This is an optimization exercise on Yosys and OpenROAD, whose aim is small area, not a production implementation.
Function was checked by simulation only, so behaviour that the tests miss may differ from the original.

==> config.mk <==
export PLATFORM = sky130hd
export DESIGN_NAME = vx4_corr_tile
export DESIGN_NICKNAME = vx4_corr_tile
export VERILOG_FILES = /design/flow/design.v
export SDC_FILE = /design/flow/constraint.sdc
export NUM_CORES = 8
export LEC_CHECK = 0
export CAP_MARGIN = 20
export CORE_MARGIN = 2
export CORE_UTILIZATION = 30
export PLACE_DENSITY = 0.4
export SLEW_MARGIN = 20
==> design.v <==
module vx4_cell #(
    parameter ROW = 0,
    parameter COL = 0,
    parameter NSLOT = 4
) (
    input  wire                clk,
    input  wire                rst,
    input  wire                op_valid,
    input  wire [1:0]          op,
    input  wire [1:0]          op_slot,
    input  wire                op_fold,
    input  wire [7:0]          row_a,    
    input  wire [7:0]          row_b,    
    input  wire [7:0]          col_a,    
    input  wire [7:0]          col_b,    
    input  wire                wr_en,
    input  wire [1:0]          wr_slot,
    input  wire [63:0]         wr_data,
    output wire [32*NSLOT-1:0] acc_re,
    output wire [32*NSLOT-1:0] acc_im,
    output wire [NSLOT-1:0]    sat_re,
    output wire [NSLOT-1:0]    sat_im
);
    localparam OP_ACC   = 2'd0;
    localparam OP_RETR  = 2'd1;
    localparam OP_CLEAR = 2'd2;
    localparam signed [32:0] LIM_HI = 33'sd2147483647;
    localparam signed [32:0] LIM_LO = -33'sd2147483647;
    reg [7:0] x, y;
    always @(*) begin
        if (!op_fold) begin
            x = row_a;
            y = col_b;
        end else if (ROW > COL) begin
            x = row_a;           
            y = col_a;           
        end else if (ROW < COL) begin
            x = col_b;           
            y = row_b;           
        end else begin
            x = row_a;           
            y = col_a;           
        end
    end
    wire signed [3:0] xr = x[7:4];
    wire signed [3:0] xi = x[3:0];
    wire signed [3:0] yr = y[7:4];
    wire signed [3:0] yi = y[3:0];
    wire signed [8:0] p_re = xr * yr + xi * yi;
    wire signed [8:0] p_im = xi * yr - xr * yi;
    wire signed [3:0] qr_r = row_b[7:4];
    wire signed [3:0] qr_i = row_b[3:0];
    wire signed [3:0] qc_r = col_b[7:4];
    wire signed [3:0] qc_i = col_b[3:0];
    wire signed [8:0] q_auto = qr_r * qc_r + qr_i * qc_i;
    wire diag_fold = op_fold && (ROW == COL);
    wire signed [8:0] add_re = p_re;
    wire signed [8:0] add_im = diag_fold ? q_auto : p_im;
    reg [31:0] re_q [0:NSLOT-1];
    reg [31:0] im_q [0:NSLOT-1];
    reg [NSLOT-1:0] sre_q;
    reg [NSLOT-1:0] sim_q;
    wire signed [31:0] cur_re = re_q[op_slot];
    wire signed [31:0] cur_im = im_q[op_slot];
    wire signed [32:0] sum_re = (op == OP_RETR) ? (cur_re - add_re) : (cur_re + add_re);
    wire signed [32:0] sum_im = (op == OP_RETR) ? (cur_im - add_im) : (cur_im + add_im);
    wire ovf_re_hi = sum_re > LIM_HI;
    wire ovf_re_lo = sum_re < LIM_LO;
    wire ovf_im_hi = sum_im > LIM_HI;
    wire ovf_im_lo = sum_im < LIM_LO;
    wire [31:0] new_re = ovf_re_hi ? LIM_HI[31:0] : ovf_re_lo ? LIM_LO[31:0] : sum_re[31:0];
    wire [31:0] new_im = ovf_im_hi ? LIM_HI[31:0] : ovf_im_lo ? LIM_LO[31:0] : sum_im[31:0];
    wire do_acc   = op_valid && (op == OP_ACC || op == OP_RETR);
    wire do_clear = op_valid && (op == OP_CLEAR);
    integer s;
    always @(posedge clk) begin
        if (rst) begin
            for (s = 0; s < NSLOT; s = s + 1) begin
                re_q[s] <= 32'd0;
                im_q[s] <= 32'd0;
            end
            sre_q <= {NSLOT{1'b0}};
            sim_q <= {NSLOT{1'b0}};
        end else begin
            if (do_acc) begin
                re_q[op_slot] <= new_re;
                im_q[op_slot] <= new_im;
                if (ovf_re_hi || ovf_re_lo)
                    sre_q[op_slot] <= 1'b1;
                if (ovf_im_hi || ovf_im_lo)
                    sim_q[op_slot] <= 1'b1;
            end else if (do_clear) begin
                re_q[op_slot] <= 32'd0;
                im_q[op_slot] <= 32'd0;
                sre_q[op_slot] <= 1'b0;
                sim_q[op_slot] <= 1'b0;
            end
            if (wr_en) begin
                re_q[wr_slot] <= wr_data[31:0];
                im_q[wr_slot] <= wr_data[63:32];
                sre_q[wr_slot] <= 1'b0;
                sim_q[wr_slot] <= 1'b0;
            end
        end
    end
    genvar g;
    generate
        for (g = 0; g < NSLOT; g = g + 1) begin : g_out
            assign acc_re[32*g +: 32] = re_q[g];
            assign acc_im[32*g +: 32] = im_q[g];
        end
    endgenerate
    assign sat_re = sre_q;
    assign sat_im = sim_q;
endmodule
module vx4_corr_tile (
    input  wire        clk,
    input  wire        rst,
    input  wire        op_valid,
    input  wire [1:0]  op,
    input  wire [1:0]  op_slot,
    input  wire        op_fold,
    input  wire [31:0] row_vec,
    input  wire [31:0] col_vec,
    input  wire        wr_en,
    input  wire [1:0]  wr_slot,
    input  wire [3:0]  wr_cell,
    input  wire [63:0] wr_data,
    input  wire [1:0]  rd_slot,
    input  wire [3:0]  rd_cell,
    output reg  [63:0] rd_word,
    output reg  [1:0]  rd_sat
);
    localparam N = 4;
    localparam NSLOT = 4;
    wire [32*N*N*NSLOT-1:0] acc_re_all;
    wire [32*N*N*NSLOT-1:0] acc_im_all;
    wire [N*N*NSLOT-1:0]    sat_re_all;
    wire [N*N*NSLOT-1:0]    sat_im_all;
    genvar r, c;
    generate
        for (r = 0; r < N; r = r + 1) begin : g_row
            for (c = 0; c < N; c = c + 1) begin : g_col
                localparam integer Q = N * r + c;
                vx4_cell #(
                    .ROW(r),
                    .COL(c),
                    .NSLOT(NSLOT)
                ) u_cell (
                    .clk     (clk),
                    .rst     (rst),
                    .op_valid(op_valid),
                    .op      (op),
                    .op_slot (op_slot),
                    .op_fold (op_fold),
                    .row_a   (row_vec[8*r +: 8]),
                    .row_b   (col_vec[8*r +: 8]),
                    .col_a   (row_vec[8*c +: 8]),
                    .col_b   (col_vec[8*c +: 8]),
                    .wr_en   (wr_en && (wr_cell == Q)),
                    .wr_slot (wr_slot),
                    .wr_data (wr_data),
                    .acc_re  (acc_re_all[32*NSLOT*Q +: 32*NSLOT]),
                    .acc_im  (acc_im_all[32*NSLOT*Q +: 32*NSLOT]),
                    .sat_re  (sat_re_all[NSLOT*Q +: NSLOT]),
                    .sat_im  (sat_im_all[NSLOT*Q +: NSLOT])
                );
            end
        end
    endgenerate
    wire [5:0]  rd_idx = {rd_cell, rd_slot};
    wire [31:0] sel_re = acc_re_all[32*rd_idx +: 32];
    wire [31:0] sel_im = acc_im_all[32*rd_idx +: 32];
    wire        sel_sre = sat_re_all[rd_idx];
    wire        sel_sim = sat_im_all[rd_idx];
    always @(posedge clk) begin
        if (rst) begin
            rd_word <= 64'd0;
            rd_sat  <= 2'b00;
        end else begin
            rd_sat <= {sel_sim, sel_sre};
            if (sel_sre || sel_sim)
                rd_word <= 64'h8000_0000_8000_0000;
            else
                rd_word <= {sel_im, sel_re};
        end
    end
endmodule
==> constraint.sdc <==
create_clock -name core_clock -period 13.0 [get_ports {clk}]
set_input_delay 2.6000 -clock core_clock [delete_from_list [all_inputs] [get_ports {clk}]]
set_output_delay 2.6000 -clock core_clock [all_outputs]
set_load 0.01 [all_outputs]
==> run.sh <==
#!/bin/bash
# synth_recipe.tcl (not shown) runs the flow's synth.tcl, then flattens the netlist and writes it again
# the make line also repeats each setting of config.mk as NAME=value (left out here)
make -C /OpenROAD-flow-scripts/flow DESIGN_CONFIG=/design/flow/config.mk WORK_HOME=/design/flow/orfs CLKGATE_MAP_FILE= SYNTH_SCRIPT=/design/flow/synth_recipe.tcl finish
==> flow_results.org <==
** Run status
- The run finished with no timing, DRC or antenna violations.

** Logic synthesis
- Mean cell area of the mapped netlist :: 10.2 sq um
- Summing every instance area after synthesis gives 371000 sq um.
- After synthesis, the share of flip-flops with an asynchronous set or reset is 0%.
- In the synthesized netlist, the number of instances is 36200.
- The largest total area in the synthesized netlist belongs to edfxtp_1.
- After synthesis, the most frequently instantiated cells are 4261 x nand2_1, 4096 x edfxtp_1, 3320 x o21ai_0.
- In the synthesized netlist the dominant register cell turns out to be edfxtp_1.
- During synthesis, Yosys emitted a total of 17 warnings.
- Counting flops and latches in the post-synthesis netlist gives 4290.
- The share of the Yosys chip area taken by registers is 34.2%.
- Fraction of post-synthesis cell area in the top cell type by area :: 33.1%
- In this run, synthesis inferred 4096 flip-flops with an integrated enable.
- Synth unique cells :: 106
- Synth Net Count :: 39500
- After synthesis, the cell types taking the most area are edfxtp_1 33%, mux4_2 15%, ha_1 8.2%.
- The most common cell in the synthesized netlist is nand2_1.

** STA
- Slew @ Worst Pin :: 1.36 ns
- Clock Skews :: 0.117 ns
- Derived from the worst setup path, the maximum achievable clock frequency is 78.7 MHz.
- Final number of setup-violating endpoints :: 0
- The final number of hold-violating endpoints is 0.
- The number of max-slew violations in the final report came to 0.
- The worst path in the final design needs a cycle of 12.70 ns, including I/O delays and setup.
- Setup slack after layout :: 0.299 ns
- Adding up every negative setup slack in the final design gives 0 ns.
- Relative slew slack :: 9.03%
- In the finished design, the share of the clock period the worst path needs comes to 97.7%.

** Clock tree
- Post-CTS timing repair inserted 0 buffers for setup.
- After clock tree synthesis, the flow added hold-fix buffers numbering 0.
- In this run the number of H-tree levels came out at 6.
- Clock tree synthesis inserted a total of 574 buffers.
- TritonCTS built the clock tree.
- Buffer levels on the longest clock path :: 5
- At the later pin of the worst-skew pair, clock insertion delay measures 1.20 ns.
- Reg clk slew, reported paths :: 0.06 ns
- Total number of clock tree sinks :: 4290
- CTS placed an instance of clkbuf_16 at the clock tree root.

** Setup path
- Slowest cell on crit path :: a2111oi_0
- For the worst setup path, the data required time is 13.90 ns.
- The critical path starts at col_vec[15].
- Startpoint-to-endpoint class of the critical path :: in2reg
- STA puts the critical path data arrival time at 13.60 ns.
- In this design, the stage delay of the slowest critical-path cell is 0.78 ns.
- Of all nets on the critical path, the largest fanout is 10.
- Worst setup EP type :: register
- Category of the worst setup path launch point :: primary input
- Beginning of the worst register-to-register path :: g_row[1].g_col[3].u_cell.re_q[0][0]$_DFFE_PP_

** Detailed routing
- Remaining antenna violation count after routing :: 0
- After detailed routing, the average wire length per cell comes to 39.7 microns.
- Vias after detailed routing :: 359000
- For this run, design rule violations remaining after detail routing come to 0.
- For this block, the initial DRC count from the detailed router was 50900.
- Vias per inst :: 6.12
- DRT Pass-1 Iters :: 7
- The final layout contains routed wiring with a total length of 2320000 microns.

** Final layout
- FILL cells :: 123000
- From synthesis to final layout, the design area changed by 23.8%.
- Of the cells placed in the final design, the portion with a size suffix greater than 1 is 25.0%.
- Number of nets at the end of the flow :: 43800
- Final standard cell count with taps included and fillers excluded :: 58600
- End-of-flow core utilization :: 37.2%

** Die
- In this run the core area contains 408 standard-cell rows.
- The floorplan step defined a die boundary enclosing 1250000 sq um.
- Ports :: 215
- The initial utilization of the core area, before any placement, comes to 30.1%.
- After floorplanning, the core was sized to cover 1230000 sq um.
- From bottom edge to top edge, the die measures 1120 microns.
- The die is 1120 microns wide.

** Worst hold path
- Path class of the lowest-slack min-delay path :: reg2reg
- The worst hold path begins at g_row[2].g_col[2].u_cell.sim_q[2]$_SDFF_PP0_.

** Placement
- # port buffers :: 214
- Once placement completed, the tool counted placed cells totaling 56300.
- Placed wire-length estimate :: 1760000 microns
- DP Worst Slack :: -1.20 ns
- Routability-driven placement finished with a final weighted congestion of 0.993.

** GRT
- The number of antenna violations at the first check in global routing is 440.
- Total routing resource utilization after global routing :: 36.0%
- Entering global routing, the biggest net connects 113 pins.
- The first global-routing pass estimated 3070000 microns of wire.
- The via count of the first global-routing pass came to 338000.
- The total overflow left after global routing is 0.

** Run
- The tool flagged a number of max-cap violations equal to 0.
==> cells by family after synthesis <==
| logic type | Yosys count | synth area share [%] |
|---|---|---|
| and+or+nand+nor | 10000 | 12.2 |
| xor gates and xnor gates | 1649 | 3.90 |
| DFF | 4290 | 34.2 |
| buffers and inverters | 3936 | 4.00 |
| AOI/OAI and AO/OA | 10600 | 18.4 |
| muxes | 2517 | 14.9 |
| adders and majority gates | 3285 | 12.4 |
==> timing repair <==
| item | in CTS | in global routing |
|---|---|---|
| pin swaps | 0 | 0 |
| resized for setup | 1 | 5 |
| setup endpoints to repair | 73 | 204 |
==> placed cells by master (no fill, tap or decap), drive strengths merged, types with 192 or more instances in the layout <==
| cell | synthesis | final |
|---|---|---|
| buf | 313 | 6241 |
| clkbuf | 2397 | 733 |
| xor2 | 560 | 560 |
| ha | 2440 | 2440 |
| o31ai | 192 | 192 |
| inv | 1226 | 1257 |
| nand2b | 325 | 325 |
| nor2 | 2505 | 2505 |
| edfxtp | 4096 | 4096 |
| o21a | 366 | 366 |
| and2 | 444 | 444 |
| a21o | 754 | 754 |
| nand2 | 4262 | 4262 |
| a221o | 585 | 585 |
| fa | 697 | 697 |
| a21oi | 2390 | 2390 |
| xnor2 | 1088 | 1088 |
| nor3 | 421 | 421 |
| dfxtp | 194 | 194 |
| nor2b | 418 | 418 |
| diode | 0 | 1291 |
| a22o | 545 | 545 |
| nand4 | 220 | 220 |
| nand3 | 381 | 381 |
| mux4 | 2410 | 2410 |
| a31oi | 222 | 222 |
| clkinv | 0 | 210 |
| o21ai | 3365 | 3365 |
| o22ai | 349 | 349 |
==> routing by layer <==
metal  vias up  track usage [%]  share of wire [%]
met2     22100             50.9                 41
met3      4046             11.2                 11
met4       114             23.6                7.1
met5         -                0              0.034
li1     148000                -                  -
met1    184000             47.2                 40
==> worst max-delay path: cells and delay by family <==
| kind | cells | cell delay (ns) |
|---|---|---|
| AND/OR/NAND/NOR | 10 | 1.85 |
| buffers and inverters | 16 | 2.68 |
| AO/OA/AOI/OAI | 9 | 1.87 |
| adder cells (fa/ha/maj) | 8 | 3.13 |
| XOR/XNOR | 3 | 1.44 |
==> flip-flops by register name (all words and copies together), names as in the netlist <==
signal	cells
rd_sat	2
g_row.g_col.u_cell.sim_q	64
g_row.g_col.u_cell.im_q	2048
rd_word	64
g_row.g_col.u_cell.sre_q	64
g_row.g_col.u_cell.re_q	2048
==> path summary, 6_finish.rpt <==
check / endpoint / slack [ns] / cells past startpoint
max: g_row[3].g_col[1].u_cell.im_q[2][2]$_DFFE_PP_ / 0.30 / 46
min reg2reg: g_row[2].g_col[2].u_cell.sim_q[2]$_SDFF_PP0_ / 0.46 / 2
min: g_row[2].g_col[2].u_cell.sim_q[2]$_SDFF_PP0_ / 0.46 / 2
max reg2reg: g_row[1].g_col[3].u_cell.re_q[1][16]$_DFFE_PP_ / 6.72 / 19
==> stage by stage <==
step / hold slack (ns) / area [sq um]
after floorplan: 0.429 / 371000
after global routing: 0.480 / 459000
after detailed placement: 0.453 / 438000
after global placement: 0.440 / 438000
after CTS: 0.461 / 456000
final: 0.464 / 459000
==> cell type report <==
cell class	count	area (sq um)	area share, %
clock buffer	733	15200	3.30
sequential	4290	127000	27.6
clock inverter	285	2710	0.590
inverter	1226	4600	1.00
timing repair buffer	6369	53800	11.7
antenna	1291	3230	0.703
tap	16400	20500	4.47
multi-input combinational	28000	232000	50.6

afterwards: timing with drivers on the ports:
The results above use ideal ports. As a check the final layout listed here was re-extracted and re-timed, cells and wires unchanged. Step 1: set_driving_cell puts a clkbuf_16 on clk and a buf_2 on each other input, an assumption about the parent block. Step 2 times the ports against the registers' clock, not the clock port: input delays grow and output delays shrink by t, the midpoint of the rising clock arrivals with the driver on. a / b / c = no drivers / after step 1 / after step 2; a / b = the first two.
t, ns: 1.313
slack for setup (ns): 0.299 / 0.432 / -0.881
clock arrival spread, ns: 0.127 / 0.128
worst register clock-pin slew, ns: 0.08 / 0.08
worst slew at a driven data input, ns: 0.33
Met with ideal ports but missed after step 2: setup timing in this run. The setup slack of this run moves by +0.133 ns with the drivers and by -1.180 ns with both steps.
